This design comes from an exercise in tuning for small area, a short achievable clock period and few clock cycles per item on the open sky130 flow, not from production work.
At most, simulation tests tie the RTL to the original design; equivalence was not proved.
The RTL of runs 1, 2 and 4 to 6 was laid out without a check of its function.
No activity file was given, so power comes from the tool's default toggle rates. The clock port is modelled as an ideal driver; clocking choices that lean on that would not hold on a real chip.

==> flow/design.v <==
module bfp_compress (
    input  wire        clk,
    input  wire        rst,          
    input  wire        in_valid,
    output wire        in_ready,
    input  wire [1:0]  in_fmt,       
    input  wire [23:0] in_i,
    input  wire [23:0] in_q,
    output wire        out_valid,
    input  wire        out_ready,
    output wire [7:0]  out_data,
    output wire        out_last
);
    localparam integer N = 12;       
    localparam [1:0] ST_IDLE = 2'd0, ST_A = 2'd1, ST_B = 2'd2;
    reg        rdy_r;
    reg [1:0]  st;
    reg [23:0] r0_i, r0_q;
    reg [1:0]  fmt_in;
    reg [3:0]  icnt;
    reg        r0_first, r0_last;
    reg [3:0]  s_cur;
    reg        sat_i, sat_q;
    wire take = in_valid & rdy_r;
    function [15:0] nofit;
        input [23:0] x;
        input [4:0]  b;
        integer s, j;
        reg w, o, a, xb;
        begin
            nofit = 16'd0;
            for (s = 0; s <= 15; s = s + 1) begin
                w = 1'b1; o = 1'b0; a = 1'b1; xb = 1'b0;
                for (j = 0; j <= 22; j = j + 1) begin
                    if (s == 0) begin
                        if (j >= b - 1) begin
                            o = o | x[j];
                            a = a & x[j];
                        end
                    end else begin
                        if (j >= s - 1 && j <= b + s - 2)
                            w = w & x[j];
                        if (j >= b - 1 + s)
                            o = o | x[j];
                        if (j >= b + s)
                            a = a & x[j];
                        if (j == b - 1 + s)
                            xb = x[j];
                    end
                end
                if (b - 1 + s == 23)
                    xb = x[23];
                if (s + b <= 24) begin
                    if (s == 0)
                        nofit[s] = x[23] ? ~a : o;
                    else if (x[23])
                        nofit[s] = ~a | (~xb & ~w);
                    else
                        nofit[s] = o | w;
                end
            end
        end
    endfunction
    wire [15:0] nf_i = (fmt_in == 2'd2) ? nofit(r0_i, 5'd12) : nofit(r0_i, 5'd9);
    wire [15:0] nf_q = (fmt_in == 2'd2) ? nofit(r0_q, 5'd12) : nofit(r0_q, 5'd9);
    wire [3:0]  smax = (fmt_in == 2'd2) ? 4'd12 : 4'd15;
    wire [14:0] base_t;
    genvar gk;
    generate
        for (gk = 1; gk <= 15; gk = gk + 1) begin : g_bt
            assign base_t[gk-1] = ~r0_first & (s_cur >= gk);
        end
    endgenerate
    wire [14:0] lim_t  = (fmt_in == 2'd2) ? 15'h0fff : 15'h7fff;
    wire [14:0] new_t  = (base_t | nf_i[14:0] | nf_q[14:0]) & lim_t;
    wire [3:0]  s_new;
    assign s_new[3] = new_t[7];
    assign s_new[2] = (new_t[3] & ~new_t[7]) | new_t[11];
    assign s_new[1] = (new_t[1] & ~new_t[3]) | (new_t[5] & ~new_t[7]) |
                      (new_t[9] & ~new_t[11]) | new_t[13];
    assign s_new[0] = (new_t[0] & ~new_t[1]) | (new_t[2] & ~new_t[3]) |
                      (new_t[4] & ~new_t[5]) | (new_t[6] & ~new_t[7]) |
                      (new_t[8] & ~new_t[9]) | (new_t[10] & ~new_t[11]) |
                      (new_t[12] & ~new_t[13]) | new_t[14];
    function [13:0] bfp_field;
        input [23:0] x;
        input [3:0]  a;
        input        sat;
        input        b12;
        reg signed [24:0] t;
        reg signed [24:0] v;
        reg               sb;
        integer j;
        begin
            t  = {x, 1'b0};
            v  = t >>> a;
            sb = 1'b0;
            for (j = 0; j <= 22; j = j + 1)
                if (j + 2 <= a)
                    sb = sb | x[j];
            if (sat)
                bfp_field = x[23] ? {(b12 ? 13'h1000 : 13'h1e00), 1'b0}
                                  : {(b12 ? 13'h0ffe : 13'h01fe), 1'b0};
            else if (b12 && (v[13] ^ v[12]))
                bfp_field = {13'h1000, 1'b0};
            else
                bfp_field = {v[12:0], sb};
        end
    endfunction
    function [15:0] fix16;
        input [23:0] x;
        reg up;
        begin
            up = x[7] & ((|x[6:0]) | x[8]);
            if (x[23:8] == 16'h7fff)
                fix16 = 16'h7fff;
            else
                fix16 = x[23:8] + {15'd0, up};
        end
    endfunction
    wire        is_bfp_in = (fmt_in != 2'd0);
    wire [31:0] slot_in = is_bfp_in ?
        {bfp_field(r0_i, s_cur, sat_i, fmt_in[1]),
         bfp_field(r0_q, s_cur, sat_q, fmt_in[1]), s_cur} :
        {fix16(r0_i), fix16(r0_q)};
    reg [31:0]  fd [0:N-1];
    reg [N-1:0] fv;
    reg         meta_v;
    reg [1:0]   meta_fmt;
    reg [3:0]   meta_s;
    wire        pop;
    wire        meta_pop;
    wire        full = &fv;
    wire        tail_acc = ~full | pop;
    wire        wr = (st == ST_B) & tail_acc & (~r0_last | ~meta_v | meta_pop);
    reg [N-1:0] shift;
    reg [N-1:0] fv_next;
    integer i;
    always @(*) begin
        for (i = 0; i < N; i = i + 1) begin
            shift[i] = pop | ~(&(fv | ~((2 << i) - 1)));
            if (shift[i])
                fv_next[i] = (i == N - 1) ? wr : fv[i+1];
            else
                fv_next[i] = fv[i];
        end
    end
    always @(posedge clk) begin
        for (i = 0; i < N; i = i + 1)
            if (shift[i])
                fd[i] <= (i == N - 1) ? slot_in : fd[i+1];
    end
    wire      r0_free = (st == ST_IDLE) | ((st == ST_B) & wr);
    reg [1:0] st_next;
    always @(*) begin
        if (take)                     st_next = ST_A;
        else if (st == ST_A)          st_next = ST_B;
        else if (st == ST_B && !wr)   st_next = ST_B;
        else                          st_next = ST_IDLE;
    end
    always @(posedge clk) begin
        if (r0_free) begin
            r0_i     <= in_i;
            r0_q     <= in_q;
            r0_first <= (icnt == 4'd0);
            r0_last  <= (icnt == 4'd11);
        end
        if (take && icnt == 4'd0)
            fmt_in <= (in_fmt == 2'd3) ? 2'd0 : in_fmt;
        if (st == ST_A) begin
            s_cur <= s_new;
            sat_i <= nf_i[smax];
            sat_q <= nf_q[smax];
        end
    end
    always @(posedge clk) begin
        if (rst) begin
            st     <= ST_IDLE;
            rdy_r  <= 1'b1;
            icnt   <= 4'd0;
            fv     <= {N{1'b0}};
        end else begin
            st    <= st_next;
            rdy_r <= (st_next == ST_IDLE) | ((st_next == ST_B) & ~(&fv_next));
            if (take)
                icnt <= (icnt == 4'd11) ? 4'd0 : icnt + 4'd1;
            fv    <= fv_next;
        end
    end
    reg        ph;           
    reg [3:0]  scnt;         
    reg        qr_v;
    reg [15:0] qr_q;
    reg        qr_up;
    reg        qr_first, qr_last;
    reg [1:0]  qr_fmt;
    wire g_load;
    wire q_go = fv[0] & meta_v & (~qr_v | g_load);
    assign pop      = q_go & ph;
    assign meta_pop = q_go & ph & (scnt == 4'd11);
    wire [31:0] head = fd[0];
    wire [12:0] hv   = ph ? head[17:5] : head[31:19];
    wire        hs   = ph ? head[4]    : head[18];
    wire [3:0]  hd   = meta_s - head[3:0];
    wire [15:0] hm   = ph ? head[15:0] : head[31:16];
    reg signed [16:0] vx;
    reg signed [16:0] qx;
    reg               rb, stk;
    always @(*) begin
        vx  = {{4{hv[12]}}, hv};
        qx  = (vx >>> 1) >>> hd;
        rb  = vx[hd];
        stk = hs | |(vx[15:0] & ~(16'hffff << hd));
    end
    always @(posedge clk) begin
        if (q_go) begin
            if (meta_fmt == 2'd0) begin
                qr_q  <= hm;
                qr_up <= 1'b0;
            end else begin
                qr_q  <= qx[15:0];
                qr_up <= rb & (stk | qx[0]);
            end
            qr_first <= ~ph & (scnt == 4'd0);
            qr_last  <= ph & (scnt == 4'd11);
            qr_fmt   <= meta_fmt;
        end
    end
    always @(posedge clk) begin
        if (rst) begin
            ph     <= 1'b0;
            scnt   <= 4'd0;
            qr_v   <= 1'b0;
            meta_v <= 1'b0;
        end else begin
            if (q_go) begin
                ph <= ~ph;
                if (ph)
                    scnt <= (scnt == 4'd11) ? 4'd0 : scnt + 4'd1;
            end
            if (q_go)
                qr_v <= 1'b1;
            else if (g_load)
                qr_v <= 1'b0;
            if (wr && r0_last)
                meta_v <= 1'b1;
            else if (meta_pop)
                meta_v <= 1'b0;
        end
        if (wr && r0_last) begin
            meta_fmt <= fmt_in;
            meta_s   <= s_cur;
        end
    end
    reg       ov, ol, sk_l;
    reg [7:0] od, sk_d;
    wire      acc = ~ov | out_ready;
    reg [15:0] gb;
    reg [4:0]  gc;
    reg        gexp;
    reg [3:0]  ge;
    reg        glast;
    reg        sk_v;
    wire       emit     = ~sk_v & (gexp | gc[4] | gc[3]);
    wire       emit_buf = emit & ~gexp;
    wire [4:0] c_after  = emit_buf ? gc - 5'd8 : gc;
    reg        cl_r;         
    assign g_load = qr_v & cl_r;
    wire [15:0] m = {qr_q[15:12], qr_q[11:0] + {11'd0, qr_up}};
    reg  [15:0] gb_ld;
    reg  [4:0]  gb_b;
    always @(*) begin
        case (qr_fmt)
            2'd1:    begin gb_ld = {gb[6:0], m[8:0]};  gb_b = 5'd9;  end
            2'd2:    begin gb_ld = {gb[3:0], m[11:0]}; gb_b = 5'd12; end
            default: begin gb_ld = m;                  gb_b = 5'd16; end
        endcase
    end
    wire [3:0] meta_e = (meta_fmt == 2'd1) ? ~meta_s : 4'd12 - meta_s;
    reg  [8:0] gsel;
    wire [4:0] gc_next = g_load ? c_after + gb_b : c_after;
    reg  [7:0] sel_byte;
    integer sb;
    always @(*) begin
        sel_byte = 8'd0;
        for (sb = 0; sb <= 8; sb = sb + 1)
            sel_byte = sel_byte | ({8{gsel[sb]}} & gb[sb + 7 -: 8]);
    end
    wire [7:0] core_byte = gexp ? {4'd0, ge} : sel_byte;
    wire       core_last = ~gexp & glast & (gc == 5'd8);
    always @(posedge clk) begin
        for (sb = 0; sb <= 8; sb = sb + 1)
            gsel[sb] <= (gc_next == sb + 8);
        if (g_load) begin
            gb <= gb_ld;
            if (qr_first)
                ge <= meta_e;
        end
    end
    wire gexp_next = (g_load & qr_first) ? (qr_fmt != 2'd0) : (gexp & ~emit);
    wire sk_v_next = ~acc & (sk_v | emit);
    always @(posedge clk) begin
        if (rst) begin
            gc    <= 5'd0;
            gexp  <= 1'b0;
            glast <= 1'b0;
            cl_r  <= 1'b1;
        end else begin
            gc    <= gc_next;
            gexp  <= gexp_next;
            cl_r  <= (gc_next < 5'd8) | (~gc_next[4] & ~gexp_next & ~sk_v_next);
            if (g_load)
                glast <= qr_last;
        end
    end
    always @(posedge clk) begin
        if (rst) begin
            ov   <= 1'b0;
            sk_v <= 1'b0;
        end else if (acc) begin
            ov   <= sk_v | emit;
            sk_v <= 1'b0;
        end else if (emit) begin
            sk_v <= 1'b1;
        end
        if (acc) begin
            od <= sk_v ? sk_d : core_byte;
            ol <= sk_v ? sk_l : core_last;
        end
        if (!acc && emit) begin
            sk_d <= core_byte;
            sk_l <= core_last;
        end
    end
    assign in_ready  = rdy_r;
    assign out_valid = ov;
    assign out_data  = od;
    assign out_last  = ol;
endmodule
==> flow/flow/run.sh <==
#!/bin/bash
set -euo pipefail
export BUFFER_PORTS_ARGS="-buffer_cell sky130_fd_sc_hd__buf_4"
export CTS_ARGS="-sink_clustering_enable -repair_clock_nets -dont_use_dummy_load -sink_clustering_size 25 -sink_clustering_max_diameter 100 -buf_list {sky130_fd_sc_hd__clkbuf_8 sky130_fd_sc_hd__clkbuf_16}"
export SETUP_SLACK_MARGIN=9.0
bash standard.sh > make_finish.log 2>&1
==> flow/standard.sh <==
#!/bin/bash
# synth_recipe.tcl (not shown) runs the flow's synth.tcl, then flattens the netlist and writes it again
# the make line also repeats each setting of config.mk as NAME=value (left out here)
make -C /OpenROAD-flow-scripts/flow DESIGN_CONFIG=/design/flow/config.mk WORK_HOME=/design/flow/orfs CLKGATE_MAP_FILE= SYNTH_SCRIPT=/design/flow/synth_recipe.tcl "${@:-finish}"
==> flow/config.mk <==
export PLATFORM = sky130hd
export DESIGN_NAME = bfp_compress
export DESIGN_NICKNAME = bfp_compress
export VERILOG_FILES = /design/flow/design.v
export SDC_FILE = /design/flow/constraint.sdc
export NUM_CORES = 4
export LEC_CHECK = 0
export CAP_MARGIN = 20
export CORE_MARGIN = 2
export CORE_UTILIZATION = 40
export SLEW_MARGIN = 20
==> flow/constraint.sdc <==
create_clock -name core_clock -period 12.5 [get_ports {clk}]
set_input_delay 2.5000 -clock core_clock [delete_from_list [all_inputs] [get_ports {clk}]]
set_output_delay 2.5000 -clock core_clock [all_outputs]
set_load 0.01 [all_outputs]
==> results of run 1 <==
-- synth_stat cells (9+ instances only) --
master | instances | share of area
a31oi_1 | 40 | 0.010
a211oi_1 | 12 | 0.0036
or3_1 | 10 | 0.0025
nor3_1 | 35 | 0.0071
mux2_2 | 33 | 0.015
nand2_1 | 144 | 0.022
a22oi_1 | 21 | 0.0064
nand3_1 | 66 | 0.013
nor4_1 | 18 | 0.0046
mux4_2 | 30 | 0.027
inv_1 | 36 | 0.0055
xnor2_1 | 31 | 0.011
nor2_1 | 123 | 0.019
dfxtp_1 | 45 | 0.036
edfxtp_1 | 507 | 0.62
o21ai_0 | 70 | 0.014
xor2_1 | 21 | 0.0074
a41oi_1 | 14 | 0.0050
a221oi_1 | 10 | 0.0035
nand4_1 | 23 | 0.0058
o22ai_1 | 18 | 0.0046
and2_1 | 19 | 0.0048
and3_1 | 33 | 0.0083
nand2b_1 | 19 | 0.0048
o211ai_1 | 10 | 0.0030
ha_1 | 20 | 0.010
a222oi_1 | 9 | 0.0036
nor2b_1 | 19 | 0.0048
a21oi_1 | 121 | 0.024
buf_1 | 12 | 0.0018
and4_1 | 18 | 0.0064
clkbuf_1 | 111 | 0.017
mux2i_1 | 75 | 0.030
-- final timing paths --
path            start          end  slack (ns)  depth (start not counted)
max             od[0]  out_data[0]        8.87                          1
min          fd[6][2]     fd[5][2]        0.41                          0
max reg2reg  s_cur[1]   fd[11][24]        9.21                          7
min reg2reg  fd[6][2]     fd[5][2]        0.41                          0
-- power breakdown --
part	switching, mW	internal [mW]	leakage (nW)
clock network	0.516	0.384	0.333
logic	0.198	0.152	3.41
registers	0.126	2.28	5.66
total	0.839	2.82	9.40
-- logic make-up (layout without fill, tap and decap cells) --
group / Yosys count / after routing / synth area share
muxes: 138 / 138 / 0.0727
AOI/OAI and AO/OA: 403 / 403 / 0.105
buffers and inverters: 173 / 156 / 0.0279
and+or+nand+nor: 556 / 557 / 0.112
DFF: 552 / 552 / 0.652
xor gates and xnor gates: 52 / 52 / 0.0184
adders and majority gates: 22 / 22 / 0.0113
-- sequential cells by signal (all words and copies together), names as in the netlist, 5 cells and up --
name	flops
gsel	9
od	8
qr_q	16
fd	384
r0_i	24
gb	16
fv	12
r0_q	24
gc	5
sk_d	8
-- through the flow --
stage | util | power, mW | instance area (sq um)
2_1_floorplan | - | 2.65 | 24800
5_1_grt | 0.434 | 3.82 | 26700
3_3_place_gp | 0.422 | 2.79 | 25900
6_report | 0.434 | 3.66 | 26700
4_1_cts | 0.434 | 3.70 | 26600
3_5_place_dp | 0.422 | 2.80 | 25900
-- area by class of cell --
cell class              instances  area share
clock buffers                  27      0.0254
inverters                      38     0.00535
repair buffers                 91      0.0272
flip-flops and latches        552       0.605
multi-input cells            1172       0.300
well taps                     790      0.0371
-- layer usage --
layer	vias up	global-route usage	share of wire
met5	-	0	0
met4	0	0.0478	0.029
met3	87	0.0214	0.046
met2	459	0.295	0.51
met1	7551	0.216	0.42
li1	7234	-	-
-- timing repair --
item | 4_1_cts | 5_1_grt
setup endpoints to repair | 18 | 59
cloned | 0 | 1
gates resized for setup | 9 | 9
buffers inserted | 2 | 1
pin swaps | 0 | 1
==> results.toml, run 1 <==
[status]
status = "finished clean"

[sta]
slew-limit-headroom = 0.311
setup_violations = 0
drv_slew = 0
skew_ns = 0.0643
setup_slack_ns = 8.87
worst_pin_slew_ns = 1.02
finalCritPeriodShare = 0.290
tns_ns = 0
period_minus_slack_ns = 3.63
clock.fmax_ghz = 0.276
hold_viol = 0
whs_ns = 0.410
rsz0062_at_grt = "yes"

[routing]
remaining_drc_errors = 0
wl_per_cell_um = 20.4
routed_wl_mm = 54.4
drtIter0Drc = 1333
viasPerCell = 5.74
detail-route-antenna-nets = 0
vias = 15331
drt_first_pass_iters = 6

[die]
ios = 65
initial_core_util = 0.403
coreArea_sq_um = 61400
die_w_um = 253
rows = 91
die-area_sq_um = 63800
die_h_um = 253

[cts]
root_buffer = "clkbuf_16"
htree_levels = 1
hold_buffers = 0
cts.sinks = 552
insertion_delay_ns = 0.59
cts_tree = "yes"
cts.path.max_buffers = 3
clk_pin_slew_ns = 0.10
cts_buffers = 27

[worst_setup_path]
critPathTopFamily = "flip-flops"
crit_chain = "buf_6"
worstPathArrival_ns = 1.13
cpMaxStageDelayCell = "edfxtp_1"
crit_type = "flop to primary output"
path_buf_inv = 1
slowest_delay_ns = 0.40
critPathRequiredTime_ns = 10.00
start_kind = "flop"
crit_fanout = 1
cp-end-kind = "primary output"

[final_layout]
drive_gt1_frac = 0.115
diodes = 0
area_growth_pct = 7.76
multi_input_area_sq_um = 7990
fin_cells = 2670
final_common_cell = "edfxtp_1"
seq_area_sq_um = 16100
mostFrequentLayoutCells = "507 x edfxtp_1, 144 x nand2_1, 122 x nor2_1"
fillers = 5499
nets = 1957

[pwr]
power_density_nw_per_um2 = 137
peakVddDrop_mv = 0.0990
cellLeakagePower_nw = 9.40

[worst_hold_path]
worstHoldPathType = "flop to flop"

[yosys]
synth_warnings = 2
synth_edf_count = 507
synth_cells = 1896
synth_flop_cell = "edfxtp_1"
yosysUniqueCellTypes = 76
synthesis.area_sq_um = 24700
synthesis.nets = 1971
synth-seq-cells = 552
ys_async_sr_fraction = 0
postSynthAreaPerCell_sq_um = 13.0
seq_area_frac_synth = 0.652

[placement]
gp_congestion = 0.917
dp_hpwl_mm = 38.1
numPortBuffers = 64
place_inst = 2639
place_ws_ns = 8.71

[grt]
grt_max_degree = 57
overflow = 0
grt_usage = 0.167
grt_pass1_wl_mm = 84.9
antenna_found_initial = 0
first_global_vias = 14931

[run]
maxCapViolCount = 0
==> run 2: changes to the inputs <==
==> flow/flow/run.sh (replaced) <==
#!/bin/bash
set -euo pipefail
export BUFFER_PORTS_ARGS="-buffer_cell sky130_fd_sc_hd__buf_4"
export CTS_ARGS="-sink_clustering_enable -repair_clock_nets -dont_use_dummy_load -sink_clustering_size 25 -sink_clustering_max_diameter 100 -buf_list {sky130_fd_sc_hd__clkbuf_8 sky130_fd_sc_hd__clkbuf_16}"
bash standard.sh > make_finish.log 2>&1
--- a/flow/config.mk
+++ b/flow/config.mk
@@ -7,5 +7,6 @@
 export LEC_CHECK = 0
 export CAP_MARGIN = 20
 export CORE_MARGIN = 2
-export CORE_UTILIZATION = 40
+export CORE_UTILIZATION = 60
+export PLACE_DENSITY = 0.7
 export SLEW_MARGIN = 20
==> run 2 against run 1 <==
Net effect: still clean on timing, DRC and antenna; area after synthesis unchanged; first-iteration DRC count increased by 62%; sequential share of layout area increased by 0.89 points; core utilization increased by 21 points; final area decreased by 1.5%; fmax decreased by 2.3%; clock skew increased by 0.011 ns; routed wire length increased by 2.3%; cell count decreased by 9.7%; critical path type unchanged; largest cell class unchanged.
==> results.toml, run 2 <==
[status]
status = "finished clean"

[yosys]
synth_cells = 1896
synth_edf_count = 507
synth_flop_cell = "edfxtp_1"
seq_area_frac_synth = 0.652
synth-seq-cells = 552
yosysUniqueCellTypes = 76
synthTopCellsByCount = "507 x edfxtp_1, 144 x nand2_1, 123 x nor2_1"
postSynthAreaPerCell_sq_um = 13.0
synthTopCellsByArea = "edfxtp_1 62%, dfxtp_1 3.6%, mux2i_1 3.0%"
synth_warnings = 2
ys_async_sr_fraction = 0
synthesis.nets = 1971
synth_most_common_cell = "edfxtp_1"
synth_top_area_share = 0.616
synth_area_leader_cell = "edfxtp_1"
synthesis.area_sq_um = 24700

[routing]
vias = 15670
viasPerCell = 6.50
routed_wl_mm = 55.6
detail-route-antenna-nets = 0
drt_first_pass_iters = 9
wl_per_cell_um = 23.1
remaining_drc_errors = 0
drtIter0Drc = 2156

[worst_setup_path]
crit_chain = "buf_4"
cp-end-kind = "primary output"
slowest_delay_ns = 0.47
path_buf_inv = 1
cpMaxStageDelayCell = "dfxtp_1"
crit_type = "flop to primary output"
worstPathArrival_ns = 1.21
critPathTopFamily = "flip-flops"
crit_fanout = 6
critPathRequiredTime_ns = 10.00
start_kind = "flop"

[worst_hold_path]
worstHoldPathType = "flop to flop"

[pwr]
power_mw = 3.67
pwr-share-comb = 0.097
clock_power_share = 0.244
switching_power_mw = 0.848
peakVddDrop_mv = 0.174
sw_frac_of_total = 0.231
cellLeakagePower_nw = 9.39
power.internal_mw = 2.82
seq_power_share = 0.659
power_density_nw_per_um2 = 140

[placement]
numPortBuffers = 64
gp_congestion = 0.968
place_area_sq_um = 25600
dp_hpwl_mm = 38.4

[final_layout]
largest_reg_flops = 384
nets = 1957
area_growth_pct = 6.17
top_regs = "fd: 384 flops, r0_i: 24 flops, r0_q: 24 flops"
largest_register = "fd"
final_common_cell = "edfxtp_1"
post-route-util = 0.645
drive_gt1_frac = 0.112
fillers = 3036
diodes = 0
stdcell_area_sq_um = 26300
mostFrequentLayoutCells = "507 x edfxtp_1, 143 x nand2_1, 121 x nor2_1, 121 x a21oi_1, 92 x buf_4"

[sta]
hold_viol = 0
clock.fmax_ghz = 0.270
whs_ns = 0.395
finalCritPeriodShare = 0.297
tns_ns = 0
rsz0062_at_grt = "no"
skew_ns = 0.0749
drv_slew = 0
slew-limit-headroom = 0.343
worst_pin_slew_ns = 0.985
setup_violations = 0
period_minus_slack_ns = 3.71

[cts]
cts_tree = "yes"
cts.path.max_buffers = 3
htree_levels = 1
hold_buffers = 0
cts-resized-gates = 0
insertion_delay_ns = 0.60
cts.sinks = 552
cts_buffers = 27
root_buffer = "clkbuf_16"
clk_pin_slew_ns = 0.10
postCtsSetupBuffers = 0

[grt]
first_global_vias = 15171
grt_pass1_wl_mm = 87.1
overflow = 0
antenna_found_initial = 1
grt_usage = 0.257
grt_max_degree = 55

[die]
initial_core_util = 0.607
rows = 74
die_h_um = 207
coreArea_sq_um = 40700
die_w_um = 207
ios = 65
die-area_sq_um = 42900

[run]
maxCapViolCount = 0
==> run 2: cell counts after synthesis <==
Identical to the previous run, type by type.
==> run 2: layout make-up <==
class,instances,area [sq um],share of cell area
sequential,552,16100,0.614
tap,532,666,0.0253
multi-input combinational,1171,7960,0.303
clock buffer,27,676,0.0257
inverter,38,143,0.00543
timing repair buffer,92,691,0.0263
==> run 2: cells by family after synthesis <==
group / count (synthesis) / synth area share
flip-flops: 552 / 0.652
adder cells (fa/ha/maj): 22 / 0.0113
AO/OA/AOI/OAI: 403 / 0.105
buffers and inverters: 173 / 0.0279
AND/OR/NAND/NOR: 556 / 0.112
multiplexers: 138 / 0.0727
XOR/XNOR: 52 / 0.0184
==> run 2: power groups by stage <==
stage	sequential, mW	combinational, mW	clock (mW)
floorplan	2.37	0.286	0
global placement	2.45	0.347	0
detailed placement	2.46	0.350	0
CTS	2.42	0.352	0.923
global route	2.44	0.390	0.978
finish	2.42	0.356	0.894
==> run 2: per-stage QoR <==
stage,cells,setup slack [ns]
final,2412,8.79
after global routing,2412,8.60
after CTS,2412,8.68
after detailed placement,2385,8.06
after global placement,2385,8.20
after floorplan,1896,7.60
==> run 2: worst paths after layout <==
| check | slack, ns | start | cells after the start | to |
|---|---|---|---|---|
| worst max-delay path | 8.79 | rdy_r | 1 | in_ready |
| worst min-delay path | 0.39 | fd[1][17] | 0 | fd[0][17] |
| worst max register to register | 8.91 | ph | 9 | r0_i[10] |
| worst min register to register | 0.39 | fd[1][17] | 0 | fd[0][17] |
==> run 2: metal layers <==
layer | GRT usage | up-vias | part of all wire
li1 | - | 7226 | -
met1 | 0.341 | 7649 | 0.40
met2 | 0.435 | 650 | 0.50
met3 | 0.0305 | 145 | 0.066
met4 | 0.106 | 0 | 0.040
met5 | 0 | - | 0
==> run 3: changes to the inputs <==
--- a/flow/design.v
+++ b/flow/design.v
@@ -189,65 +189,49 @@
     end
     reg        ph;           
     reg [3:0]  scnt;         
-    reg        qr_v;
-    reg [15:0] qr_q;
-    reg        qr_up;
-    reg        qr_first, qr_last;
-    reg [1:0]  qr_fmt;
+    reg [3:0]  hd;           
     wire g_load;
-    wire q_go = fv[0] & meta_v & (~qr_v | g_load);
-    assign pop      = q_go & ph;
-    assign meta_pop = q_go & ph & (scnt == 4'd11);
+    assign pop      = g_load & ph;
+    assign meta_pop = g_load & ph & (scnt == 4'd11);
+    wire   g_first  = ~ph & (scnt == 4'd0);
+    wire   g_last   = ph & (scnt == 4'd11);
     wire [31:0] head = fd[0];
     wire [12:0] hv   = ph ? head[17:5] : head[31:19];
     wire        hs   = ph ? head[4]    : head[18];
-    wire [3:0]  hd   = meta_s - head[3:0];
     wire [15:0] hm   = ph ? head[15:0] : head[31:16];
     reg signed [16:0] vx;
     reg signed [16:0] qx;
-    reg               rb, stk;
+    reg               rb, stk, hup;
     always @(*) begin
         vx  = {{4{hv[12]}}, hv};
         qx  = (vx >>> 1) >>> hd;
         rb  = vx[hd];
         stk = hs | |(vx[15:0] & ~(16'hffff << hd));
+        hup = rb & (stk | qx[0]);
     end
+    wire        mset      = wr & r0_last;
+    wire [31:0] head_next = shift[0] ? ((N == 1) ? slot_in : fd[1]) : fd[0];
+    wire [3:0]  ms_next   = mset ? s_cur : meta_s;
     always @(posedge clk) begin
-        if (q_go) begin
-            if (meta_fmt == 2'd0) begin
-                qr_q  <= hm;
-                qr_up <= 1'b0;
-            end else begin
-                qr_q  <= qx[15:0];
-                qr_up <= rb & (stk | qx[0]);
-            end
-            qr_first <= ~ph & (scnt == 4'd0);
-            qr_last  <= ph & (scnt == 4'd11);
-            qr_fmt   <= meta_fmt;
-        end
+        hd <= ms_next - head_next[3:0];
     end
     always @(posedge clk) begin
         if (rst) begin
             ph     <= 1'b0;
             scnt   <= 4'd0;
-            qr_v   <= 1'b0;
             meta_v <= 1'b0;
         end else begin
-            if (q_go) begin
+            if (g_load) begin
                 ph <= ~ph;
                 if (ph)
                     scnt <= (scnt == 4'd11) ? 4'd0 : scnt + 4'd1;
             end
-            if (q_go)
-                qr_v <= 1'b1;
-            else if (g_load)
-                qr_v <= 1'b0;
-            if (wr && r0_last)
+            if (mset)
                 meta_v <= 1'b1;
             else if (meta_pop)
                 meta_v <= 1'b0;
         end
-        if (wr && r0_last) begin
+        if (mset) begin
             meta_fmt <= fmt_in;
             meta_s   <= s_cur;
         end
@@ -265,12 +249,12 @@
     wire       emit_buf = emit & ~gexp;
     wire [4:0] c_after  = emit_buf ? gc - 5'd8 : gc;
     reg        cl_r;         
-    assign g_load = qr_v & cl_r;
-    wire [15:0] m = {qr_q[15:12], qr_q[11:0] + {11'd0, qr_up}};
+    assign g_load = fv[0] & meta_v & cl_r;
+    wire [15:0] m = (meta_fmt == 2'd0) ? hm : {4'd0, qx[11:0] + {11'd0, hup}};
     reg  [15:0] gb_ld;
     reg  [4:0]  gb_b;
     always @(*) begin
-        case (qr_fmt)
+        case (meta_fmt)
             2'd1:    begin gb_ld = {gb[6:0], m[8:0]};  gb_b = 5'd9;  end
             2'd2:    begin gb_ld = {gb[3:0], m[11:0]}; gb_b = 5'd12; end
             default: begin gb_ld = m;                  gb_b = 5'd16; end
@@ -293,11 +277,11 @@
             gsel[sb] <= (gc_next == sb + 8);
         if (g_load) begin
             gb <= gb_ld;
-            if (qr_first)
+            if (g_first)
                 ge <= meta_e;
         end
     end
-    wire gexp_next = (g_load & qr_first) ? (qr_fmt != 2'd0) : (gexp & ~emit);
+    wire gexp_next = (g_load & g_first) ? (meta_fmt != 2'd0) : (gexp & ~emit);
     wire sk_v_next = ~acc & (sk_v | emit);
     always @(posedge clk) begin
         if (rst) begin
@@ -310,7 +294,7 @@
             gexp  <= gexp_next;
             cl_r  <= (gc_next < 5'd8) | (~gc_next[4] & ~gexp_next & ~sk_v_next);
             if (g_load)
-                glast <= qr_last;
+                glast <= g_last;
         end
     end
     always @(posedge clk) begin
==> run 3 against run 2 <==
Net effect: still clean on timing, DRC and antenna; area after synthesis decreased by 0.88%; core utilization decreased by 0.54 points; sequential share of layout area decreased by 1.7 points; routed wire length increased by 0.89%; global-route usage increased by 0.65 points; hold slack got worse by 0.036 ns; setup slack got worse by 0.65 ns; combinational power increased by 26%; die area decreased by 0.86%; synthesized cell count decreased by 0.84%; critical endpoint is now hd[3]; highest routed layer unchanged.
==> results.toml, run 3 <==
[status]
status = "finished clean"

[pwr]
seq_power_share = 0.635
pwr-share-comb = 0.123
peakVddDrop_mv = 0.127
cellLeakagePower_nw = 9.21
power.internal_mw = 2.75
sw_frac_of_total = 0.244
switching_power_mw = 0.887
clock_power_share = 0.241
power_density_nw_per_um2 = 141

[grt]
grt_pass1_wl_mm = 86.2
grt_usage = 0.264
antenna_found_initial = 0
first_global_vias = 14912
grt_max_degree = 53
overflow = 0

[sta]
worst_pin_slew_ns = 0.918
skew_ns = 0.0644
setup_violations = 0
tns_ns = 0
slew-limit-headroom = 0.386
clock.fmax_ghz = 0.230
rsz0062_at_grt = "no"
drv_slew = 0
hold_viol = 0
finalCritPeriodShare = 0.348
period_minus_slack_ns = 4.36

[routing]
wl_per_cell_um = 23.6
drtIter0Drc = 1560
remaining_drc_errors = 0
routed_wl_mm = 56.1
drt_first_pass_iters = 6
viasPerCell = 6.55
vias = 15580
detail-route-antenna-nets = 0

[die]
die_h_um = 206
die-area_sq_um = 42500
rows = 74
ios = 65
initial_core_util = 0.604
die_w_um = 206
coreArea_sq_um = 40600

[yosys]
synthesis.area_sq_um = 24500
synthTopCellsByCount = "478 x edfxtp_1, 129 x nand2_1, 118 x nor2_1"
synthesis.nets = 1955
synth_most_common_cell = "edfxtp_1"
seq_area_frac_synth = 0.631
synth_edf_count = 478
synth_area_leader_cell = "edfxtp_1"
synthTopCellsByArea = "edfxtp_1 59%, dfxtp_1 4.6%, mux4_2 4.0%"
postSynthAreaPerCell_sq_um = 13.0
synth_top_area_share = 0.586
synth_warnings = 2
synth_cells = 1880
yosysUniqueCellTypes = 85
synth_flop_cell = "edfxtp_1"
ys_async_sr_fraction = 0
synth-seq-cells = 534

[worst_hold_path]
worstHoldPathType = "flop to flop"
worstHoldStart = "fd[10][20]"

[cts]
cts.sinks = 534
cts-resized-gates = 0
cts_tree = "yes"
hold_buffers = 0
cts_buffers = 27
clk_pin_slew_ns = 0.09
postCtsSetupBuffers = 0
htree_levels = 1
root_buffer = "clkbuf_16"
cts.path.max_buffers = 3
insertion_delay_ns = 0.59

[worst_setup_path]
rr_startpoint = "fv[0]"
cpMaxStageDelayCell = "inv_1"
crit_start = "fv[0]"
critPathTopFamily = "simple AND/OR/NAND/NOR gates"
worstPathArrival_ns = 4.86
slowest_delay_ns = 0.84
crit_fanout = 26
critPathRequiredTime_ns = 13.01
cp-end-kind = "flop"
path_buf_inv = 1
start_kind = "flop"
crit_chain = "nand3_1 -> inv_1 -> nand3_1 -> or3b_2 -> nand2_1 -> nand4_1 -> o21ai_0 -> ha_1 -> a21o_1 -> a21oi_1 -> xnor2_1 -> xnor2_1"
crit_type = "flop to flop"

[final_layout]
final_common_cell = "edfxtp_1"
fin_cells = 2380
area_growth_pct = 5.74
largest_reg_flops = 384
drive_gt1_frac = 0.124
diodes = 0
largest_register = "fd"
nets = 1925
mostFrequentLayoutCells = "478 x edfxtp_1, 125 x nand2_1, 117 x nor2_1"
top_regs = "fd: 384 flops, r0_i: 24 flops, r0_q: 24 flops"

[placement]
dp_hpwl_mm = 38.5
place_inst = 2353
gp_congestion = 0.942
numPortBuffers = 64

[run]
maxCapViolCount = 0
[run 3: per-layer routing]
layer  GRT usage  up-vias  share of wire
li1            -     7193              -
met1       0.352     7737           0.41
met2       0.456      537           0.51
met3      0.0251      113          0.051
met4      0.0916        0          0.034
met5           0        -              0
[run 3: path summary, 6_finish.rpt]
| check | depth (start not counted) | slack (ns) | end |
|---|---|---|---|
| worst max-delay path | 12 | 8.14 | hd[3] |
| worst min-delay path | 0 | 0.36 | fd[9][20] |
| worst max register to register | 12 | 8.14 | hd[3] |
| worst min register to register | 0 | 0.36 | fd[9][20] |
[run 3: metrics by stage]
step	setup WS, ns	instance area (sq um)	util	hold WS, ns	total power [mW]
final	8.14	25900	0.639	0.359	3.64
after floorplan	7.44	24500	-	0.400	2.63
after detailed placement	8.07	25200	0.622	0.405	2.79
after global placement	8.20	25200	0.622	0.400	2.78
after CTS	8.14	25900	0.639	0.356	3.67
after global routing	7.77	25900	0.639	0.347	3.78
[run 3: worst register-to-register path: stages, from the launching register on]
cell and delay (ns):
dfxtp_1 0.40, nand3_1 0.41, inv_1 0.84, nand3_1 0.26, or3b_2 0.53, nand2_1 0.11
nand4_1 0.33, o21ai_0 0.50, ha_1 0.32, a21o_1 0.16, a21oi_1 0.17, xnor2_1 0.15
xnor2_1 0.13
[run 3: cell families (layout without fill, tap and decap cells)]
group	Yosys count	in the layout	share of synthesized area
compound gates	421	421	0.114
mux	157	157	0.0881
flops	534	534	0.631
simple gates	508	508	0.106
fa+ha+maj	21	21	0.0110
xor+xnor	49	49	0.0175
buf+inv	190	158	0.0323
[run 3: final cells by class]
cell class	instances	area [sq um]
fillers	3028	14600
flip-flops and latches	534	15500
well taps	532	666
repair buffers	89	668
multi-input cells	1156	8280
inverters	42	158
clock buffers	27	676
[run 3: power by group through the flow]
stage,sequential [mW],clock (mW),combinational [mW]
floorplan,2.26,0,0.373
global placement,2.34,0,0.441
detailed placement,2.35,0,0.442
CTS,2.31,0.909,0.446
global route,2.34,0.958,0.489
finish,2.31,0.879,0.449
Testbench counts of run 3, summed over its fixed seeds: cycles 17,451, blocks 480.
==> run 4: changes to the inputs <==
--- a/flow/design.v
+++ b/flow/design.v
@@ -209,11 +209,20 @@
         stk = hs | |(vx[15:0] & ~(16'hffff << hd));
         hup = rb & (stk | qx[0]);
     end
-    wire        mset      = wr & r0_last;
-    wire [31:0] head_next = shift[0] ? ((N == 1) ? slot_in : fd[1]) : fd[0];
-    wire [3:0]  ms_next   = mset ? s_cur : meta_s;
+    wire        mset = wr & r0_last;
+    wire [3:0]  t0   = fd[0][3:0];
+    wire [3:0]  t1   = (N == 1) ? slot_in[3:0] : fd[1][3:0];
+    wire [3:0]  d00  = meta_s - t0;
+    wire [3:0]  d01  = meta_s - t1;
+    wire [3:0]  d10  = s_cur - t0;
+    wire [3:0]  d11  = s_cur - t1;
     always @(posedge clk) begin
-        hd <= ms_next - head_next[3:0];
+        case ({mset, shift[0]})
+            2'b00: hd <= d00;
+            2'b01: hd <= d01;
+            2'b10: hd <= d10;
+            default: hd <= d11;
+        endcase
     end
     always @(posedge clk) begin
         if (rst) begin
==> flow/flow/run.sh (replaced) <==
#!/bin/bash
set -euo pipefail
export BUFFER_PORTS_ARGS="-buffer_cell sky130_fd_sc_hd__buf_4"
export CTS_ARGS="-sink_clustering_enable -repair_clock_nets -dont_use_dummy_load -sink_clustering_size 25 -sink_clustering_max_diameter 100 -buf_list {sky130_fd_sc_hd__clkbuf_8 sky130_fd_sc_hd__clkbuf_16}"
export SETUP_SLACK_MARGIN=9.2
bash standard.sh > make_finish.log 2>&1
==> run 4 against run 3 <==
Net effect: setup slack improved by 0.76 ns; clock skew decreased by 0.011 ns; via count increased by 2.8%; flip-flop and latch count unchanged; clock-buffer cell count decreased by 2; fmax increased by 21%; combinational power decreased by about 10%; routed wire length increased by 2.4%; sequential power about the same; register-to-register slack improved by 1.1 ns; synthesized cell count increased by 2.4%; clock power decreased by 4.4%.
==> results.toml, run 4 <==
[worst_setup_path]
path_buf_inv = 1
crit_fanout = 1
crit_chain = "buf_6"
cpMaxStageDelayCell = "edfxtp_1"
slowest_delay_ns = 0.41
cp-end-kind = "primary output"
critPathTopFamily = "flip-flops"
start_kind = "flop"
critPathRequiredTime_ns = 10.00
crit_type = "flop to primary output"
worstPathArrival_ns = 1.09

[placement]
dp_hpwl_mm = 39.1
gp_congestion = 0.955
place_inst = 2408
numPortBuffers = 64
place_ws_ns = 8.00

[yosys]
synth_warnings = 2
synth_edf_count = 486
synthesis.nets = 2005
postSynthAreaPerCell_sq_um = 12.8
synth_flop_cell = "edfxtp_1"
synth_cells = 1926
yosysUniqueCellTypes = 101
synth_most_common_cell = "edfxtp_1"
synthTopCellsByCount = "486 x edfxtp_1, 153 x nor2_1, 141 x a21oi_1"
synth-seq-cells = 534
seq_area_frac_synth = 0.631
synth_area_leader_cell = "edfxtp_1"
ys_async_sr_fraction = 0
synthesis.area_sq_um = 24600
synthTopCellsByArea = "edfxtp_1 59%, mux2i_1 4.1%, dfxtp_1 3.9%"
synth_top_area_share = 0.592

[pwr]
power_density_nw_per_um2 = 133
power_mw = 3.53
peakVddDrop_mv = 0.125
cellLeakagePower_nw = 9.59

[final_layout]
diodes = 0
nets = 2029
fillers = 2983
largest_register = "fd"
largest_reg_flops = 384
mostFrequentLayoutCells = "486 x edfxtp_1, 152 x nor2_1, 138 x a21oi_1"
top_regs = "fd: 384 flops, r0_i: 24 flops, r0_q: 24 flops"
area_growth_pct = 7.87
fin_cells = 2480
drive_gt1_frac = 0.142
final_common_cell = "edfxtp_1"

[sta]
worst_pin_slew_ns = 1.04
hold_viol = 0
setup_violations = 0
rsz0062_at_grt = "yes"
drv_slew = 0
tns_ns = 0
slew-limit-headroom = 0.303
skew_ns = 0.0536
finalCritPeriodShare = 0.287
clock.fmax_ghz = 0.278
setup_slack_ns = 8.91
period_minus_slack_ns = 3.59
whs_ns = 0.404

[cts]
root_buffer = "clkbuf_16"
htree_levels = 1
clk_pin_slew_ns = 0.09
insertion_delay_ns = 0.57
cts.sinks = 534
cts.path.max_buffers = 3
cts_buffers = 25
cts_tree = "yes"

[die]
ios = 65
die-area_sq_um = 42700
die_w_um = 207
rows = 74
die_h_um = 207
initial_core_util = 0.606
coreArea_sq_um = 40600

[grt]
grt_pass1_wl_mm = 87.2
gr-usage-met2 = 0.466
met3_usage = 0.0306
overflow = 0
busiest_layer = "met2"
first_global_vias = 15260
grt_usage = 0.267
antenna_found_initial = 0
grt_max_degree = 58
met1_usage = 0.347

[routing]
viasPerCell = 6.46
remaining_drc_errors = 0
vias = 16014
wl_per_cell_um = 23.2
routed_wl_mm = 57.5
detail-route-antenna-nets = 0
drt_first_pass_iters = 6
drtIter0Drc = 1516

[status]
status = "finished clean"

[run]
maxCapViolCount = 0

[worst_hold_path]
worstHoldPathType = "flop to flop"
run 4: cell types whose count changed after synthesis, moves of 8 or more:
cell / before / now
dfxtp_1: 56 / 48
mux2_2: 40 / 30
nor2_1: 118 / 153
and2_1: 10 / 20
mux2i_1: 74 / 101
a21oi_1: 96 / 141
mux4_2: 43 / 26
nand4_1: 28 / 18
o21ai_1: 1 / 10
and4_1: 27 / 15
clkbuf_1: 111 / 92
o21ai_0: 86 / 63
nor2b_1: 11 / 20
edfxtp_1: 478 / 486
run 4: cell type report:
cell class	count	area (sq um)	share of cell area
repair buffers	132	1070	0.0404
clock buffers	25	626	0.0235
repair inverters	2	13.8	0.000518
well taps	532	666	0.0250
inverters	47	204	0.00767
flip-flops and latches	534	15600	0.586
multi-input cells	1208	8420	0.317
run 4: kinds of logic after synthesis:
kind of cell | count (synthesis) | synth area share
buffers and inverters | 185 | 0.0342
DFF | 534 | 0.631
xor gates and xnor gates | 48 | 0.0171
adders and majority gates | 27 | 0.0141
and+or+nand+nor | 545 | 0.111
AOI/OAI and AO/OA | 424 | 0.110
muxes | 163 | 0.0819
run 4: routing by layer:
layer	up-vias	share of wire	wire (um)
met3	140	0.059	3410
met1	7861	0.40	22800
met5	-	0	0
li1	7365	-	-
met4	0	0.037	2150
met2	648	0.51	29200
run 4: what timing repair did:
action,in CTS,in global routing
hold buffers,0,0
pin swaps,5,7
gates resized for setup,24,24
cloned,2,1
setup buffers,18,26
setup endpoints to repair,111,41
run 4: final timing paths:
kind	start	endpoint	slack (ns)	cells after the start
worst min register to register	fd[3][2]	fd[2][2]	0.40	0
worst min-delay path	fd[3][2]	fd[2][2]	0.40	0
worst max register to register	ph	hd[3]	9.22	17
worst max-delay path	od[2]	out_data[2]	8.91	1
run 4: per-stage QoR:
step | cell area, sq um | utilization
2_1_floorplan | 24700 | -
4_1_cts | 26300 | 0.646
6_report | 26600 | 0.654
5_1_grt | 26600 | 0.654
3_5_place_dp | 25400 | 0.625
3_3_place_gp | 25400 | 0.625
run 4: power breakdown:
| group | switching, mW | leakage (nW) | internal [mW] |
|---|---|---|---|
| Combinational | 0.226 | 3.79 | 0.176 |
| Sequential | 0.120 | 5.50 | 2.16 |
| Clock | 0.482 | 0.308 | 0.357 |
| Total | 0.828 | 9.59 | 2.70 |
==> run 5: changes to the inputs <==
==> flow/flow/run.sh (replaced) <==
#!/bin/bash
set -euo pipefail
export BUFFER_PORTS_ARGS="-buffer_cell sky130_fd_sc_hd__buf_4"
export CTS_ARGS="-sink_clustering_enable -repair_clock_nets -dont_use_dummy_load -sink_clustering_size 30 -sink_clustering_max_diameter 120 -buf_list {sky130_fd_sc_hd__clkbuf_8 sky130_fd_sc_hd__clkbuf_16}"
export SETUP_SLACK_MARGIN=9.2
bash standard.sh > make_finish.log 2>&1
==> run 5 against run 4 <==
Net effect: final area unchanged; register-to-register slack improved by 0.03 ns; sequential share of layout area unchanged; critical path type unchanged; clock-buffer cell count fell by 3; clock power down 5.1%; critical endpoint unchanged.
==> results.toml, run 5 <==
[status]
status = "finished clean"

[sta]
worst_pin_slew_ns = 1.03
finalCritPeriodShare = 0.287
slew-limit-headroom = 0.307
setup_violations = 0
skew_ns = 0.0892
clock.fmax_ghz = 0.279
setup_slack_ns = 8.91
drv_slew = 0
whs_ns = 0.355
hold_viol = 0
rsz0062_at_grt = "yes"
period_minus_slack_ns = 3.59
tns_ns = 0

[die]
die_h_um = 207
rows = 74
ios = 65
initial_core_util = 0.606
coreArea_sq_um = 40600
die-area_sq_um = 42700
die_w_um = 207

[routing]
met3WireLength_mm = 3.30
top_layer = "met4"
routed_wl_mm = 57.6
drt_first_pass_iters = 7
drtIter0Drc = 1577
met2_length_mm = 28.9
wl_per_cell_um = 23.2
detail-route-antenna-nets = 0
viasPerCell = 6.44
vias = 16016
wl_met1_mm = 23.1
remaining_drc_errors = 0

[worst_setup_path]
cp.depth = 1
path_buf_inv = 1
rr_startpoint = "fv[2]"
crit_fanout = 1
crit_type = "flop to primary output"
crit_end = "out_data[2]"
cp-end-kind = "primary output"
start_kind = "flop"
crit_chain = "buf_6"
cpMaxStageDelayCell = "edfxtp_1"
crit_start = "od[2]"
critPathTopFamily = "flip-flops"
timing.rr.end = "hd[3]"
reg2regPathDepth = 17
critPathRequiredTime_ns = 10.00
slowest_delay_ns = 0.42
worstPathArrival_ns = 1.09
reg2reg_setup_slack_ns = 9.25

[grt]
first_global_vias = 15225
grt_pass1_wl_mm = 87.4
antenna_found_initial = 0
grt_usage = 0.267
overflow = 0
grt_max_degree = 58

[cts]
cts.path.max_buffers = 3
cts_tree = "yes"
htree_levels = 1
insertion_delay_ns = 0.58
hold_buffers = 0
root_buffer = "clkbuf_16"
cts.sinks = 534
clk_pin_slew_ns = 0.11
cts_buffers = 22

[yosys]
ys_async_sr_fraction = 0
synth_edf_count = 486
synth-seq-cells = 534
synthTopCellsByCount = "486 x edfxtp_1, 153 x nor2_1, 141 x a21oi_1"
seq_area_frac_synth = 0.631
synth_area_leader_cell = "edfxtp_1"
synthTopCellsByArea = "edfxtp_1 59%, mux2i_1 4.1%, dfxtp_1 3.9%"
synthesis.area_sq_um = 24600
synth_flop_cell = "edfxtp_1"
synth_top_area_share = 0.592
synthesis.nets = 2005
yosysUniqueCellTypes = 101
synth_most_common_cell = "edfxtp_1"
synth_warnings = 2
postSynthAreaPerCell_sq_um = 12.8
synth_cells = 1926

[final_layout]
nets = 2035
largest_register = "fd"
largest_reg_flops = 384
multi_input_area_sq_um = 8430
post-route-util = 0.654
area_growth_pct = 7.87
final_common_cell = "edfxtp_1"
fillers = 2981
top_regs = "fd: 384 flops, r0_i: 24 flops, r0_q: 24 flops"
mostFrequentLayoutCells = "486 x edfxtp_1, 152 x nor2_1, 137 x a21oi_1"
diodes = 0
fin_cells = 2486
drive_gt1_frac = 0.146
seq_area_sq_um = 15600

[worst_hold_path]
worstHoldStart = "fd[10][0]"
worstHoldPathType = "flop to flop"

[pwr]
cellLeakagePower_nw = 9.60
peakVddDrop_mv = 0.155
power_density_nw_per_um2 = 131

[run]
maxCapViolCount = 0

[placement]
place_inst = 2408
dp_hpwl_mm = 39.1
gp_congestion = 0.955
numPortBuffers = 64
place_ws_ns = 8.00
run 5: cell counts after synthesis:
Identical to the previous run, type by type.
run 5: logic make-up after synthesis:
group | share of synthesized area
AO/OA/AOI/OAI | 0.110
adder cells (fa/ha/maj) | 0.0141
multiplexers | 0.0819
XOR/XNOR | 0.0171
flip-flops | 0.631
AND/OR/NAND/NOR | 0.111
buffers and inverters | 0.0342
run 5: report_power, final:
group	internal (mW)	leakage (nW)	total [mW]	switching [mW]
registers	2.16	5.50	2.28	0.116
logic	0.181	3.83	0.412	0.231
clock network	0.317	0.271	0.797	0.480
total	2.66	9.60	3.49	0.827
run 5: worst min path at each step:
stage,end,slack [ns],cells past startpoint
after detailed placement,fd[0][19],0.40,0
after floorplan,fd[0][10],0.40,0
after global placement,fd[8][16],0.40,0
after global routing,fd[9][0],0.36,0
final,fd[9][0],0.35,0
after CTS,fd[9][0],0.34,0
run 5: final cells by class:
type | instances | share of cell area
Inverter | 47 | 0.00767
Clock buffer | 22 | 0.0207
Tap cell | 532 | 0.0250
Timing Repair inverter | 2 | 0.000518
Multi-Input combinational cell | 1208 | 0.317
Timing Repair Buffer | 141 | 0.0430
Sequential cell | 534 | 0.586
run 5: per-layer routing:
metal,GRT usage,vias to the layer above
met5,0,-
met4,0.0934,0
met3,0.0279,149
met2,0.462,644
met1,0.352,7853
li1,-,7370
run 5: what timing repair did:
action	in CTS	in global routing
endpoints found under the hold margin	0	0
pin swaps	5	8
setup endpoints to repair	116	37
resized for setup	25	26
gates cloned	2	1
buffers inserted	21	32
run 5: stage by stage:
| stage | instance area, sq um | total power [mW] |
|---|---|---|
| 6_report | 26600 | 3.49 |
| 5_1_grt | 26600 | 3.62 |
| 4_1_cts | 26200 | 3.48 |
| 3_5_place_dp | 25400 | 2.69 |
| 3_3_place_gp | 25400 | 2.68 |
| 2_1_floorplan | 24700 | 2.55 |
==> run 6: changes to the inputs <==
==> flow/flow/run.sh (replaced) <==
#!/bin/bash
# Standard ORFS layout (bash standard.sh) with these changes:
#  - port buffers placed by flow/ports.tcl (buf_1 on inputs, buf_4 on outputs)
#  - clock tree without dummy loads, larger sink clusters
#  - repair_timing aimed at a setup slack of 9.2 ns
# All tool output goes to make_finish.log (ORFS keeps per-step logs under orfs/logs).
set -euo pipefail
export DONT_BUFFER_PORTS=1
export PRE_GLOBAL_PLACE_TCL="$PWD/flow/ports.tcl"
export CTS_ARGS="-sink_clustering_enable -repair_clock_nets -dont_use_dummy_load -sink_clustering_size 30 -sink_clustering_max_diameter 120 -buf_list {sky130_fd_sc_hd__clkbuf_8 sky130_fd_sc_hd__clkbuf_16}"
export SETUP_SLACK_MARGIN=9.2
bash standard.sh > make_finish.log 2>&1
==> flow/flow/ports.tcl (new file) <==
# Port buffers: small buffers on the inputs, buf_4 on the outputs.
buffer_ports -inputs -buffer_cell sky130_fd_sc_hd__buf_1
buffer_ports -outputs -buffer_cell sky130_fd_sc_hd__buf_4
==> run 6 against run 5 <==
Net effect: total power shrank 1.3%; first-iteration DRC count grew 11%; final area shrank 2.4%; via count shrank 3.1%; core utilization shrank 1.6 points; synthesized cell count is the same; clock-buffer cell count shrank 1; non-clock buffer count shrank 80; sequential share of layout area grew 1.5 points; critical path type unchanged.
==> results.toml, run 6 <==
[yosys]
postSynthAreaPerCell_sq_um = 12.8
ys_async_sr_fraction = 0
synthTopCellsByArea = "edfxtp_1 59%, mux2i_1 4.1%, dfxtp_1 3.9%"
synth_edf_count = 486
synth_warnings = 2
synth-seq-cells = 534
synthesis.area_sq_um = 24600
synth_area_leader_cell = "edfxtp_1"
synth_top_area_share = 0.592
synth_flop_cell = "edfxtp_1"
yosysUniqueCellTypes = 101
synth_cells = 1926
synthesis.nets = 2005
synthTopCellsByCount = "486 x edfxtp_1, 153 x nor2_1, 141 x a21oi_1"
synth_most_common_cell = "edfxtp_1"
seq_area_frac_synth = 0.631

[sta]
period_minus_slack_ns = 3.50
drv_slew = 0
rsz0062_at_grt = "yes"
skew_ns = 0.0314
setup_violations = 0
clock.fmax_ghz = 0.286
worst_pin_slew_ns = 0.993
slew-limit-headroom = 0.338
finalCritPeriodShare = 0.280
tns_ns = 0
hold_viol = 0

[cts]
root_buffer = "clkbuf_16"
cts.sinks = 534
hold_buffers = 0
cts.path.max_buffers = 3
insertion_delay_ns = 0.56
cts_tree = "yes"
htree_levels = 1
cts_buffers = 21
clk_pin_slew_ns = 0.10

[final_layout]
area_growth_pct = 5.28
mostFrequentLayoutCells = "486 x edfxtp_1, 152 x nor2_1, 137 x a21oi_1"
post-route-util = 0.638
stdcell_area_sq_um = 25900
top_regs = "fd: 384 flops, r0_i: 24 flops, r0_q: 24 flops"
largest_register = "fd"
drive_gt1_frac = 0.107
final_common_cell = "edfxtp_1"
largest_reg_flops = 384
nets = 1953
fin_cells = 2406

[worst_setup_path]
reg2reg_setup_slack_ns = 9.28
crit_type = "flop to primary output"
worstPathArrival_ns = 1.00
start_kind = "flop"
cp-end-kind = "primary output"
critPathRequiredTime_ns = 10.00
crit_fanout = 1

[grt]
antenna_found_initial = 1
overflow = 0
grt_max_degree = 66
first_global_vias = 14902
grt_usage = 0.264
grt_pass1_wl_mm = 85.9

[pwr]
seq_power_share = 0.660
peakVddDrop_mv = 0.134
power_density_nw_per_um2 = 133
clock_power_share = 0.225
sw_frac_of_total = 0.235
cellLeakagePower_nw = 9.21
power.internal_mw = 2.64
pwr-share-comb = 0.115
switching_power_mw = 0.808

[die]
ios = 65
die-area_sq_um = 42700
coreArea_sq_um = 40600
die_h_um = 207
initial_core_util = 0.606
die_w_um = 207
rows = 74

[status]
status = "finished clean"

[routing]
drt_first_pass_iters = 8
remaining_drc_errors = 0
detail-route-antenna-nets = 0
viasPerCell = 6.45
drtIter0Drc = 1743
routed_wl_mm = 56.2
wl_per_cell_um = 23.4
vias = 15512

[worst_hold_path]
worstHoldPathType = "flop to flop"

[placement]
numPortBuffers = 63
gp_congestion = 1.01
dp_hpwl_mm = 38.8
place_inst = 2345
place_area_sq_um = 24900

[run]
maxCapViolCount = 0
[run 6: cell types whose count changed in the layout (fill, tap and decap cells not counted), sizes merged]
cell / before / now
buf: 140 / 59
diode: 0 / 2
bufbuf: 0 / 1
clkbuf: 23 / 22
clkinv: 2 / 1
clkinvlp: 3 / 2
inv: 44 / 45
[run 6: path summary, 6_finish.rpt]
| kind | startpoint | to | cells after the start |
|---|---|---|---|
| setup reg to reg | fv[2] | hd[3] | 16 |
| hold reg to reg | fd[1][30] | fd[0][30] | 0 |
| hold / removal | fd[1][30] | fd[0][30] | 0 |
| setup / recovery | od[6] | out_data[6] | 0 |
[run 6: power groups by stage]
stage               combinational [mW]  clock, mW  sequential [mW]
detailed placement               0.356          0             2.32
finish                           0.395      0.775             2.27
global route                     0.426      0.861             2.29
floorplan                        0.306          0             2.24
CTS                              0.367      0.802             2.28
global placement                 0.356          0             2.31
[run 6: routing by layer]
metal	wire, um	part of all wire	up-vias	global-route usage
li1	-	-	7206	-
met1	22700	0.40	7607	0.346
met2	28300	0.50	562	0.456
met3	3180	0.057	137	0.0311
met4	2070	0.037	0	0.0964
met5	0	0	-	0
[run 6: cells by family (layout without fill, tap and decap cells)]
logic type	after synthesis	in the layout	synth area share
multiplexers	163	163	0.0819
adder cells (fa/ha/maj)	27	27	0.0141
flip-flops	534	534	0.631
buffers and inverters	185	130	0.0342
AO/OA/AOI/OAI	424	424	0.110
other	0	2	0
AND/OR/NAND/NOR	545	546	0.111
XOR/XNOR	48	48	0.0171
[run 6: final cells by class]
cell class | count | area [sq um]
Antenna cell | 2 | 5.00
Timing Repair inverter | 1 | 5.00
Clock buffer | 21 | 526
Timing Repair Buffer | 61 | 547
Sequential cell | 534 | 15600
Fill cell | 3046 | 14700
Multi-Input combinational cell | 1208 | 8420
Inverter | 47 | 195
Tap cell | 532 | 666
[run 6: what timing repair did]
action,CTS,global route
pin swaps,5,7
resized for setup,22,18
buffers inserted,13,22
setup endpoints to repair,139,27
gates cloned,3,0
[run 6: metrics by stage]
step / setup WS [ns] / total power [mW] / hold slack, ns
after CTS: 8.97 / 3.45 / 0.409
after detailed placement: 8.08 / 2.68 / 0.405
after global placement: 8.22 / 2.67 / 0.400
after global routing: 8.94 / 3.58 / 0.423
final: 9.00 / 3.44 / 0.412
after floorplan: 9.10 / 2.55 / 0.400
==> run 7: changes to the inputs <==
--- a/flow/design.v
+++ b/flow/design.v
@@ -209,20 +209,11 @@
         stk = hs | |(vx[15:0] & ~(16'hffff << hd));
         hup = rb & (stk | qx[0]);
     end
-    wire        mset = wr & r0_last;
-    wire [3:0]  t0   = fd[0][3:0];
-    wire [3:0]  t1   = (N == 1) ? slot_in[3:0] : fd[1][3:0];
-    wire [3:0]  d00  = meta_s - t0;
-    wire [3:0]  d01  = meta_s - t1;
-    wire [3:0]  d10  = s_cur - t0;
-    wire [3:0]  d11  = s_cur - t1;
+    wire        mset      = wr & r0_last;
+    wire [31:0] head_next = shift[0] ? ((N == 1) ? slot_in : fd[1]) : fd[0];
+    wire [3:0]  ms_next   = mset ? s_cur : meta_s;
     always @(posedge clk) begin
-        case ({mset, shift[0]})
-            2'b00: hd <= d00;
-            2'b01: hd <= d01;
-            2'b10: hd <= d10;
-            default: hd <= d11;
-        endcase
+        hd <= ms_next - head_next[3:0];
     end
     always @(posedge clk) begin
         if (rst) begin
--- a/flow/flow/run.sh
+++ b/flow/flow/run.sh
@@ -7,6 +7,6 @@
 set -euo pipefail
 export DONT_BUFFER_PORTS=1
 export PRE_GLOBAL_PLACE_TCL="$PWD/flow/ports.tcl"
-export CTS_ARGS="-sink_clustering_enable -repair_clock_nets -dont_use_dummy_load -sink_clustering_size 30 -sink_clustering_max_diameter 120 -buf_list {sky130_fd_sc_hd__clkbuf_8 sky130_fd_sc_hd__clkbuf_16}"
+export CTS_ARGS="-sink_clustering_enable -repair_clock_nets -dont_use_dummy_load -sink_clustering_size 25 -sink_clustering_max_diameter 100 -buf_list {sky130_fd_sc_hd__clkbuf_8 sky130_fd_sc_hd__clkbuf_16}"
 export SETUP_SLACK_MARGIN=9.2
 bash standard.sh > make_finish.log 2>&1
==> run 7 against run 6 <==
Net effect: cell count is 3.0% lower; sequential power rose by 2%; first-iteration DRC count down 7.1%; largest power group unchanged.
==> results.toml, run 7 <==
[status]
status = "finished clean"

[pwr]
peakVddDrop_mv = 0.121
power_density_nw_per_um2 = 141
pwr-share-comb = 0.126
power_mw = 3.62
power.internal_mw = 2.74
cellLeakagePower_nw = 8.98
switching_power_mw = 0.880
sw_frac_of_total = 0.243
seq_power_share = 0.637
clock_power_share = 0.237

[grt]
antenna_found_initial = 0
grt_pass1_wl_mm = 86.1
grt_usage = 0.263
first_global_vias = 14604
grt_max_degree = 53
overflow = 0

[die]
coreArea_sq_um = 40600
die-area_sq_um = 42500
die_w_um = 206
ios = 65
initial_core_util = 0.604
rows = 74
die_h_um = 206

[final_layout]
largest_register = "fd"
mostFrequentLayoutCells = "478 x edfxtp_1, 125 x nand2_1, 116 x nor2_1"
drive_gt1_frac = 0.115
top_regs = "fd: 384 flops, r0_i: 24 flops, r0_q: 24 flops"
diodes = 0
area_growth_pct = 4.84
largest_reg_flops = 384
final_common_cell = "edfxtp_1"
nets = 1880
seq_area_sq_um = 15500
multi_input_area_sq_um = 8350
fillers = 3075

[cts]
cts_buffers = 26
root_buffer = "clkbuf_16"
cts_tree = "yes"
cts.sinks = 534
clk_pin_slew_ns = 0.10
htree_levels = 1
insertion_delay_ns = 0.58
cts.path.max_buffers = 3

[worst_setup_path]
worstPathArrival_ns = 1.01
crit_fanout = 1
crit_type = "flop to primary output"
start_kind = "flop"
crit_start = "od[3]"
rr_startpoint = "hd[1]"
cp-end-kind = "primary output"
critPathRequiredTime_ns = 10.00

[yosys]
seq_area_frac_synth = 0.631
synth_area_leader_cell = "edfxtp_1"
synth_most_common_cell = "edfxtp_1"
ys_async_sr_fraction = 0
synth_cells = 1880
synthesis.area_sq_um = 24500
synth_flop_cell = "edfxtp_1"
synth_top_area_share = 0.586
synth_warnings = 2
synth_edf_count = 478
postSynthAreaPerCell_sq_um = 13.0
yosysUniqueCellTypes = 85
synthTopCellsByCount = "478 x edfxtp_1, 129 x nand2_1, 118 x nor2_1"
synthesis.nets = 1955
synth-seq-cells = 534
synthTopCellsByArea = "edfxtp_1 59%, dfxtp_1 4.6%, mux4_2 4.0%"

[placement]
numPortBuffers = 63
dp_hpwl_mm = 38.2
place_ws_ns = 8.29
gp_congestion = 0.945

[routing]
viasPerCell = 6.67
remaining_drc_errors = 0
vias = 15564
drtIter0Drc = 1620
drt_first_pass_iters = 7
detail-route-antenna-nets = 0
wl_per_cell_um = 24.1
routed_wl_mm = 56.4

[sta]
worst_pin_slew_ns = 0.895
setup_slack_ns = 8.99
drv_slew = 0
clock.fmax_ghz = 0.285
skew_ns = 0.0526
period_minus_slack_ns = 3.51
tns_ns = 0
rsz0062_at_grt = "yes"
setup_violations = 0
slew-limit-headroom = 0.402
finalCritPeriodShare = 0.281
hold_viol = 0

[worst_hold_path]
worstHoldPathType = "flop to flop"
worstHoldStart = "fd[10][31]"

[run]
maxCapViolCount = 0
[run 7: path summary, 6_finish.rpt]
kind                 end  slack (ns)  depth (start not counted)
min reg2reg    fd[9][31]        0.37                          0
max          out_data[3]        8.99                          0
max reg2reg        gb[2]        9.32                         13
min            fd[9][31]        0.37                          0
[run 7: layout make-up]
| cell class | instances | share of cell area |
|---|---|---|
| inverter | 42 | 0.00643 |
| tap | 532 | 0.0259 |
| clock buffer | 26 | 0.0253 |
| multi-input combinational | 1156 | 0.325 |
| sequential | 534 | 0.603 |
| timing repair inverter | 1 | 0.000195 |
| timing repair buffer | 44 | 0.0148 |
[run 7: logic make-up (layout without fill, tap and decap cells)]
kind of cell,after synthesis,in the layout,synth area share
flip-flops,534,534,0.631
AND/OR/NAND/NOR,508,508,0.106
AO/OA/AOI/OAI,421,421,0.114
buffers and inverters,190,113,0.0323
multiplexers,157,157,0.0881
XOR/XNOR,49,49,0.0175
adder cells (fa/ha/maj),21,21,0.0110
[run 7: through the flow]
step	area [sq um]	utilization	hold WS, ns	cells
global route	25700	0.634	0.371	2335
global placement	24800	0.612	0.400	2291
detailed placement	24800	0.612	0.405	2291
CTS	25500	0.629	0.367	2319
floorplan	24600	-	0.400	1880
finish	25700	0.634	0.375	2335
[run 7: power by group through the flow]
stage | combinational [mW] | sequential, mW | clock [mW]
after floorplan | 0.374 | 2.26 | 0
after global placement | 0.437 | 2.34 | 0
after detailed placement | 0.434 | 2.35 | 0
after CTS | 0.439 | 2.31 | 0.884
after global routing | 0.497 | 2.33 | 0.935
final | 0.456 | 2.31 | 0.858
[run 7: what timing repair did]
| item | in CTS | in global routing |
|---|---|---|
| setup endpoints to repair | 77 | 53 |
| gates resized for setup | 11 | 14 |
| hold buffers | 0 | 0 |
| pin swaps | 0 | 1 |
| buffers inserted | 1 | 15 |
| cloned | 1 | 1 |
[run 7: per-layer routing]
metal | routed length [um] | share of wire | vias up | global-route usage
li1 | - | - | 7125 | -
met2 | 28600 | 0.51 | 657 | 0.453
met1 | 22900 | 0.41 | 7668 | 0.358
met5 | 0 | 0 | - | 0
met3 | 3090 | 0.055 | 114 | 0.0262
met4 | 1730 | 0.031 | 0 | 0.0768
Testbench counts of run 7, summed over its fixed seeds: cycles 17,451, blocks 480.

-- separate check: timing with driven ports --
The flow's constraints put no driver on any port. The routed layouts listed below were extracted and timed again, unchanged, in two steps. Step 1 (the two cells are an assumption about what drives the block):
set clk [get_ports {clk}]
set_driving_cell -lib_cell sky130_fd_sc_hd__clkbuf_16 $clk
set_driving_cell -lib_cell sky130_fd_sc_hd__buf_2 [delete_from_list [all_inputs] $clk]
Step 2 adds t to the input delays and takes it off the output delays; t is the mean of the earliest and latest rising clock arrival at the registers after step 1. Input paths then give back, and output paths get back, about the clock's delay inside the block. a / b / c = ideal / step 1 / step 2; a / b = the first two.
run | t (ns) | slack for setup (ns) | worst setup path at the end
run 1 | 0.615 | 8.874 / 8.817 / 8.805 | input to register
run 2 | 0.623 | 8.790 / 8.729 / 8.427 | input to register
run 3 | 0.619 | 8.144 / 8.144 / 8.144 | register to register
run 4 | 0.597 | 8.908 / 8.850 / 8.908 | input to register
run 5 | 0.589 | 8.911 / 8.855 / 8.914 | input to register
run 6 | 0.603 | 8.999 / 8.943 / 8.828 | input to register
run 7 | 0.605 | 8.987 / 8.932 / 8.921 | input to register
After both steps setup and hold are still met in every run listed. For run 2, which loses most, drivers alone change the setup slack by -0.061 ns; drivers and shift together by -0.363 ns.
